What follows belongs to an exercise in optimizing a design on an open flow for small area; a production flow would make more cautious choices. Function was checked by simulation only, so behaviour that the tests miss may differ from the original. The flow treats the clock pin as an ideal source, which a real chip does not have. Power figures rest on the tool's default switching activity, not on a simulated workload.

==> 10-25 <==
==> flow/design.v (excerpt) <==
module slrx (
    input             clk,
    input             rst,           
    input             in_valid,      
    input      [9:0]  in_cg,
    output reg        sync,          
    output reg        cell_valid,    
    output            cell_link,     
    output     [63:0] cell_hdr,      
    output     [71:0] cell_payload,  
    output reg [31:0] cv_cnt,        
    output reg [31:0] crc_cnt,       
    output reg [31:0] stomp_cnt,     
    output reg [31:0] rx_cells,      
    output reg [15:0] abort_cnt,     
    output reg [15:0] loss_cnt       
);
Settings: LEC_CHECK=0, CAP_MARGIN=20, CORE_MARGIN=2, CORE_UTILIZATION=60, SLEW_MARGIN=20; clock period 25.0 ns.
standard.sh (not shown) runs the stock make flow with config.mk's settings and CLKGATE_MAP_FILE= SYNTH_SCRIPT=/design/flow/synth_recipe.tcl, a recipe that flattens the netlist after the stock synthesis.
==> flow/flow/run.sh <==
#!/bin/bash
# Layout flow: the standard flow (standard.sh) with these changes:
#  - synthesis is ORFS's synthesis script unchanged except for the ABC
#    mapping script (abc_map.script), which restructures with dc2 and
#    &deepsyn and maps for area with amap instead of for delay; the
#    registers come out as in the standard synthesis;
#  - the port buffers use the smallest buffer, buf_1;
#  - the clock tree uses clkbuf_4 with small sink clusters and no dummy loads;
#  - after CTS the resizer sizes gates down where timing allows.
# Each step's full output goes to a log file in this folder.
set -euo pipefail
HERE=$(pwd)
rm -rf "$HERE/area_scripts"
mkdir -p "$HERE/area_scripts"
cp -r "$FLOW_HOME/scripts/." "$HERE/area_scripts/"
cp "$HERE/flow/abc_map.script" "$HERE/area_scripts/abc_speed.script"
SCRIPTS_DIR="$HERE/area_scripts" bash standard.sh synth > "$HERE/synth.log" 2>&1
export BUFFER_PORTS_ARGS="-buffer_cell sky130_fd_sc_hd__buf_1"
export CTS_ARGS="-sink_clustering_enable -repair_clock_nets -dont_use_dummy_load -sink_clustering_size 10 -sink_clustering_max_diameter 50 -buf_list sky130_fd_sc_hd__clkbuf_4"
export POST_CTS_TCL="$HERE/flow/post_cts.tcl"
bash standard.sh > "$HERE/standard.log" 2>&1
==> flow/flow/abc_map.script <==
strash
dc2
&get -n
&deepsyn -J 50 -T 600
&put
amap
==> flow/flow/post_cts.tcl <==
# Size gates down on paths with slack to spare.
puts "post_cts: area recovery"
log_cmd repair_timing -recover_power 100
set result [catch { detailed_placement } msg]
if { $result != 0 } {
  error "Detailed placement failed after area recovery: $msg"
}
check_placement -verbose
report_design_area
==> 08-17: changes against 10-25 <==
--- a/flow/flow/run.sh
+++ b/flow/flow/run.sh
@@ -3,6 +3,6 @@
 #  - synthesis is ORFS's synthesis script unchanged except for the ABC
 #    mapping script (abc_map.script), which restructures with dc2 and
-#    &deepsyn and maps for area with amap instead of for delay; the
-#    registers come out as in the standard synthesis;
+#    &deepsyn and maps with &nf with the delay target relaxed, for area
+#    rather than delay; the registers come out as in the standard synthesis;
 #  - the port buffers use the smallest buffer, buf_1;
 #  - the clock tree uses clkbuf_4 with small sink clusters and no dummy loads;
==> flow/flow/abc_map.script (replaced) <==
strash
dc2
&get -n
&deepsyn -J 50 -T 600
&nf -R 1000 -p
&put
==> notes.md <==
Design Power: 10-25 954 µW; 08-17 1020 µW
Share of final-layout standard cells stronger than drive strength 1: 10-25 0.0310; 08-17 0.0342
Area inside the core boundary: 10-25 20900 µm²; 08-17 20400 µm²
Slew at the pin with the worst max-slew slack: 10-25 0.905 ns; 08-17 0.891 ns
Power in combinational cells: 10-25 85.5 µW; 08-17 131 µW
Shortest clock period the worst path allows after layout: 10-25 12.11 ns; 08-17 13.12 ns
Post-Syn Area per Cell: 10-25 10.9 µm²; 08-17 12.0 µm²
Non-clock buffer area fraction after layout: 10-25 0.0857; 08-17 0.0843
Leakage component of the power: 10-25 0.00522 µW; 08-17 0.00523 µW
Total routing usage reported by global routing: 10-25 0.250; 08-17 0.251
Reported net switching power: 10-25 234 µW; 08-17 266 µW
Area growth from synthesis to layout: 10-25 15.0%; 08-17 14.9%
Peak Freq: 10-25 82.6 MHz; 08-17 76.2 MHz
Number of non-filler instances in the completed layout: 10-25 1791; 08-17 1676
Routed wl met3: 10-25 2600 µm; 08-17 2180 µm
Sequential portion of the cell area: 10-25 0.586; 08-17 0.592
Power Density: 10-25 65.5 nW/µm²; 08-17 71.1 nW/µm²
Layout buffer count excluding clock buffers: 10-25 318; 08-17 316
XOR/XNOR Fraction of Synth Area: 10-25 0; 08-17 0.0209
Filler Cells Inserted: 10-25 1642; 08-17 1623
Tapcell Cnt: 10-25 275; 08-17 270
Multi-input gates: 10-25 724; 08-17 681
Outcome: 10-25 finished clean; 08-17 finished clean
Horizontal extent of the die: 10-25 149 µm; 08-17 149 µm
Internal power: 10-25 720 µW; 08-17 759 µW

==> inputs of job 5529 <==
slrx, a different RTL version from the one above (not shown whole).
==> module slrx, before the edit <==
module slrx (
    input             clk,
    input             rst,           
    input             in_valid,      
    input      [9:0]  in_cg,
    output reg        sync,          
    output reg        cell_valid,    
    output            cell_link,     
    output     [63:0] cell_hdr,      
    output     [71:0] cell_payload,  
    output reg [31:0] cv_cnt,        
    output reg [31:0] crc_cnt,       
    output reg [31:0] stomp_cnt,     
    output reg [31:0] rx_cells,      
    output reg [15:0] abort_cnt,     
    output reg [15:0] loss_cnt       
);
    reg rd;                      
    wire [7:0] dec_byte;
    wire is_data, is_comma, is_sdc, is_sdl, is_abort, rd_next;
    slrx_dec u_dec (
        .in_cg(in_cg), .rd_i(rd),
        .dec_byte_o(dec_byte), .is_data_o(is_data), .is_comma_o(is_comma),
        .is_sdc_o(is_sdc), .is_sdl_o(is_sdl), .is_abort_o(is_abort),
        .rd_next_o(rd_next)
    );
    wire is_start = is_sdc || is_sdl;
    wire is_cv    = !(is_data || is_comma || is_start || is_abort);
    reg        armed;            
    reg [5:0]  gcnt;
    function [5:0] gstep(input [5:0] g);
        gstep = {g[4:0], g[5] ^ g[4] ^ (g[4:0] == 5'd0)};
    endfunction
    wire gcnt_last = gcnt == 6'b100000;
    reg [4:0]  age1, age2, age3;
    function [4:0] astep(input [4:0] a);
        astep = {a[3:0], (a[4] ^ a[2]) & (a[3:0] != 4'd0)};
    endfunction
    wire lose_sync = (is_cv && age3 != 5'd0) || (!is_comma && gcnt_last);
    reg        in_cell;
    reg [4:0]  pos;              
    reg        cur_link;
    reg [135:0] cbuf;            
    reg [15:0] crc;
    function [15:0] crc16_byte(input [15:0] c, input [7:0] d);
        reg [15:0] r;
        integer k;
        begin
            r = c ^ {d, 8'h00};
            for (k = 0; k < 8; k = k + 1)
                r = r[15] ? ((r << 1) ^ 16'h1021) : (r << 1);
            crc16_byte = r;
        end
    endfunction
    wire pos_body = !(pos[4:1] == 4'b1111);     
    wire pos_b19  = pos == 5'b11110;
    wire [15:0] chk   = {crc[15:8] ^ dec_byte, crc[7:0]};
    wire crc_good     = chk == 16'h0000;
    wire crc_stomp    = chk == 16'hFFFF;
    assign cell_hdr     = cbuf[63:0];
    assign cell_payload = cbuf[135:64];
    assign cell_link    = cur_link;
    wire frame   = in_valid && sync && !lose_sync;   
    wire judge   = frame && in_cell && is_data && pos_b19;
    always @(posedge clk) begin
        if (in_valid) begin
            if (is_start) begin
                pos      <= 5'b01010;
                crc      <= 16'hFFFF;
                cur_link <= is_sdl;
            end else begin
                pos <= {pos[3:0], pos[4] ^ pos[2]};
                if (pos_body)
                    crc <= crc16_byte(crc, dec_byte);
                else
                    crc[7:0] <= crc[7:0] ^ dec_byte;
            end
            if (pos_body)
                cbuf <= {dec_byte, cbuf[135:8]};
        end
    end
    always @(posedge clk) begin
        if (!sync || (in_valid && sync && (lose_sync || !is_data || pos_b19)))
            in_cell <= 1'b0;
        if (frame && is_start)
            in_cell <= 1'b1;
    end
    always @(posedge clk) begin
        if (!sync) begin
            age1 <= 5'd0;
            age2 <= 5'd0;
            age3 <= 5'd0;
        end else if (in_valid) begin
            if (is_cv) begin
                age1 <= 5'b00001;
                age2 <= astep(age1);
                age3 <= astep(age2);
            end else begin
                age1 <= astep(age1);
                age2 <= astep(age2);
                age3 <= astep(age3);
            end
        end
    end
    always @(posedge clk) begin
        if (in_valid)
            gcnt <= (sync ? is_comma : (is_cv || !armed)) ? 6'd0 : gstep(gcnt);
    end
    wire inc_cv    = in_valid && sync && is_cv;
    wire inc_loss  = in_valid && sync && lose_sync && !(&loss_cnt);
    wire in_frame  = frame && in_cell;
    wire inc_crc   = in_frame && (is_start || is_comma || (judge && !crc_good && !crc_stomp));
    wire inc_abort = in_frame && is_abort && !(&abort_cnt);
    wire inc_rx    = judge && crc_good;
    wire inc_stomp = judge && crc_stomp;
    function [31:0] bump32(input [31:0] q, input en, input clr);
        reg t;
        integer k;
        begin
            t = en;
            for (k = 0; k < 32; k = k + 1) begin
                bump32[k] = ~clr & (q[k] ^ t);
                t = t & q[k];
            end
        end
    endfunction
    function [15:0] bump16(input [15:0] q, input en, input clr);
        reg t;
        integer k;
        begin
            t = en;
            for (k = 0; k < 16; k = k + 1) begin
                bump16[k] = ~clr & (q[k] ^ t);
                t = t & q[k];
            end
        end
    endfunction
    always @(posedge clk) begin
        cv_cnt    <= bump32(cv_cnt,    inc_cv,    rst);
        crc_cnt   <= bump32(crc_cnt,   inc_crc,   rst);
        stomp_cnt <= bump32(stomp_cnt, inc_stomp, rst);
        rx_cells  <= bump32(rx_cells,  inc_rx,    rst);
        abort_cnt <= bump16(abort_cnt, inc_abort, rst);
        loss_cnt  <= bump16(loss_cnt,  inc_loss,  rst);
    end
    always @(posedge clk) begin
        if (rst) begin
            sync       <= 1'b0;
            armed      <= 1'b0;
            rd         <= 1'b0;
            cell_valid <= 1'b0;
        end else begin
            cell_valid <= judge && crc_good && cbuf[15:12] < 4'hA;
            if (in_valid) begin
                rd <= rd_next;
                if (!sync) begin
                    if (is_cv)
                        armed <= 1'b0;
                    else if (armed) begin
                        if (gcnt_last) begin
                            sync  <= 1'b1;
                            armed <= 1'b0;
                        end
                    end else if (is_comma)
                        armed <= 1'b1;
                end else if (lose_sync)
                    sync <= 1'b0;
            end
        end
    end
endmodule
clock: 25.0 ns
lec_check: 0
cap_margin: 20
core_margin: 2
core_utilization: 60
slew_margin: 20
==> flow/flow/run.sh <==
#!/bin/bash
# Layout flow: the standard flow (standard.sh) with these changes:
#  - synthesis is ORFS's synthesis script unchanged except for the ABC
#    mapping script, which maps for area (strash; dch; amap) instead of
#    delay; the registers come out as in the standard synthesis;
#  - the port buffers use the smallest buffer, buf_1;
#  - the clock tree uses clkbuf_4 with small sink clusters and no dummy loads;
#  - after CTS the resizer sizes gates down where timing allows.
# Each step's full output goes to a log file in this folder.
set -euo pipefail
HERE=$(pwd)
rm -rf "$HERE/area_scripts"
mkdir -p "$HERE/area_scripts"
cp -r "$FLOW_HOME/scripts/." "$HERE/area_scripts/"
cp "$HERE/flow/abc_map.script" "$HERE/area_scripts/abc_speed.script"
SCRIPTS_DIR="$HERE/area_scripts" bash standard.sh synth > "$HERE/synth.log" 2>&1
export BUFFER_PORTS_ARGS="-buffer_cell sky130_fd_sc_hd__buf_1"
export CTS_ARGS="-sink_clustering_enable -repair_clock_nets -dont_use_dummy_load -sink_clustering_size 10 -sink_clustering_max_diameter 50 -buf_list sky130_fd_sc_hd__clkbuf_4"
export POST_CTS_TCL="$HERE/flow/post_cts.tcl"
bash standard.sh > "$HERE/standard.log" 2>&1
==> flow/flow/abc_map.script <==
strash
dch
amap
Scripts as last shown in full above: flow/flow/post_cts.tcl
==> job 7860: changes against job 5529 <==
--- a/flow/design.v
+++ b/flow/design.v
@@ -119,7 +119,7 @@
         begin
             t = en;
             for (k = 0; k < 32; k = k + 1) begin
-                bump32[k] = ~clr & (q[k] ^ t);
+                bump32[k] = ~((clr | (q[k] & t)) | ~(q[k] | t));
                 t = t & q[k];
             end
         end
@@ -130,7 +130,7 @@
         begin
             t = en;
             for (k = 0; k < 16; k = k + 1) begin
-                bump16[k] = ~clr & (q[k] ^ t);
+                bump16[k] = ~((clr | (q[k] & t)) | ~(q[k] | t));
                 t = t & q[k];
             end
         end
--- a/flow/flow/run.sh
+++ b/flow/flow/run.sh
@@ -1,7 +1,7 @@
 #!/bin/bash
 # Layout flow: the standard flow (standard.sh) with these changes:
 #  - synthesis is ORFS's synthesis script unchanged except for the ABC
-#    mapping script, which maps for area (strash; dch; amap) instead of
+#    mapping script, which maps for area (strash; dc2; amap) instead of
 #    delay; the registers come out as in the standard synthesis;
 #  - the port buffers use the smallest buffer, buf_1;
 #  - the clock tree uses clkbuf_4 with small sink clusters and no dummy loads;
==> flow/flow/abc_map.script (replaced) <==
strash
dc2
amap
Settings changed: CORE_UTILIZATION 60 to 45.
==> job 6247: changes against job 5529 <==
--- a/flow/design.v
+++ b/flow/design.v
@@ -119,7 +119,7 @@
         begin
             t = en;
             for (k = 0; k < 32; k = k + 1) begin
-                bump32[k] = ~clr & (q[k] ^ t);
+                bump32[k] = ~((clr | (q[k] & t)) | ~(q[k] | t));
                 t = t & q[k];
             end
         end
@@ -130,7 +130,7 @@
         begin
             t = en;
             for (k = 0; k < 16; k = k + 1) begin
-                bump16[k] = ~clr & (q[k] ^ t);
+                bump16[k] = ~((clr | (q[k] & t)) | ~(q[k] | t));
                 t = t & q[k];
             end
         end
--- a/flow/flow/run.sh
+++ b/flow/flow/run.sh
@@ -1,7 +1,7 @@
 #!/bin/bash
 # Layout flow: the standard flow (standard.sh) with these changes:
 #  - synthesis is ORFS's synthesis script unchanged except for the ABC
-#    mapping script, which maps for area (strash; dch; amap) instead of
+#    mapping script, which maps for area (strash; dc2; amap) instead of
 #    delay; the registers come out as in the standard synthesis;
 #  - the port buffers use the smallest buffer, buf_1;
 #  - the clock tree uses clkbuf_4 with small sink clusters and no dummy loads;
==> flow/flow/abc_map.script (replaced) <==
strash
dc2
amap
==> out/results.ini <==
[logic_synthesis]
ys_types = 40
synth-compound-area-share_pct = 7.02

[placed_design]
gp_congestion = 0.936
placed_cell_area_sq_um = 14500

[power]
p_comb_share_pct = 9.7
total_power_w = 0.000972
pwr.group.clock_w = 0.000241

[sta]
holdWs_ns = 0.419

[worst_setup_path]
cp.required_ns = 25.53
cp.arrival_ns = 14.06

[finish]
buffers = 322
n_antenna_cell = 1
nMultiInputCombCells = 743

[run_status]
status = no timing/DRC/antenna violations

[end of results for job 7860]
==> out/results.ini <==
[logic_synthesis]
synth-compound-area-share_pct = 6.35
ys_types = 38

[finish]
buffers = 319
nMultiInputCombCells = 598
n_antenna_cell = 2

[worst_setup_path]
cp.arrival_ns = 16.84
cp.required_ns = 25.47

[power]
p_comb_share_pct = 9.4
pwr.group.clock_w = 0.000239

[run_status]
status = no timing/DRC/antenna violations

[placed_design]
gp_congestion = 0.909
placed_cell_area_sq_um = 14900

[sta]
holdWs_ns = 0.393

[end of results for job 5529]
==> out/results.ini <==
[run_status]
status = no timing/DRC/antenna violations

[logic_synthesis]
synth-compound-area-share_pct = 7.02

[finish]
buffers = 322
n_antenna_cell = 1

[power]
total_power_w = 0.000971
p_comb_share_pct = 9.7

[placed_design]
gp_congestion = 0.935

[end of results for job 6247]

separate check: timing with driven ports:
Ports are ideal in the flow. The routed layouts listed here were re-timed in OpenROAD. Step 1 sets driving cells, clkbuf_16 on the clock port and buf_2 on the other inputs (assumed; they add their load-dependent delay and slew). Step 2, shift: input delay + t, output delay - t, t = (earliest + latest rising clock arrival at the registers) / 2. This alone moves slack from input paths to output paths. a / b / c = ideal / step 1 / step 2; a / b = the first two.
| run | t, ns | slack for setup (ns) | worst data-port slew with drivers (ns) |
|---|---|---|---|
| 10-25 | 0.658 | 12.891 / 12.902 / 12.244 | 0.03 |
| 08-17 | 0.653 | 11.879 / 11.899 / 11.246 | 0.03 |
| job 5529 | 0.653 | 8.636 / 8.655 / 8.002 | 0.04 |
| job 7860 | 0.667 | 11.464 / 11.485 / 10.818 | 0.03 |
| job 6247 | 0.667 | 11.111 / 11.126 / 10.459 | 0.03 |
After both steps every run listed still meets setup and hold. For job 6247, which loses most, drivers alone change the setup slack by +0.015 ns; drivers and shift together by -0.652 ns.
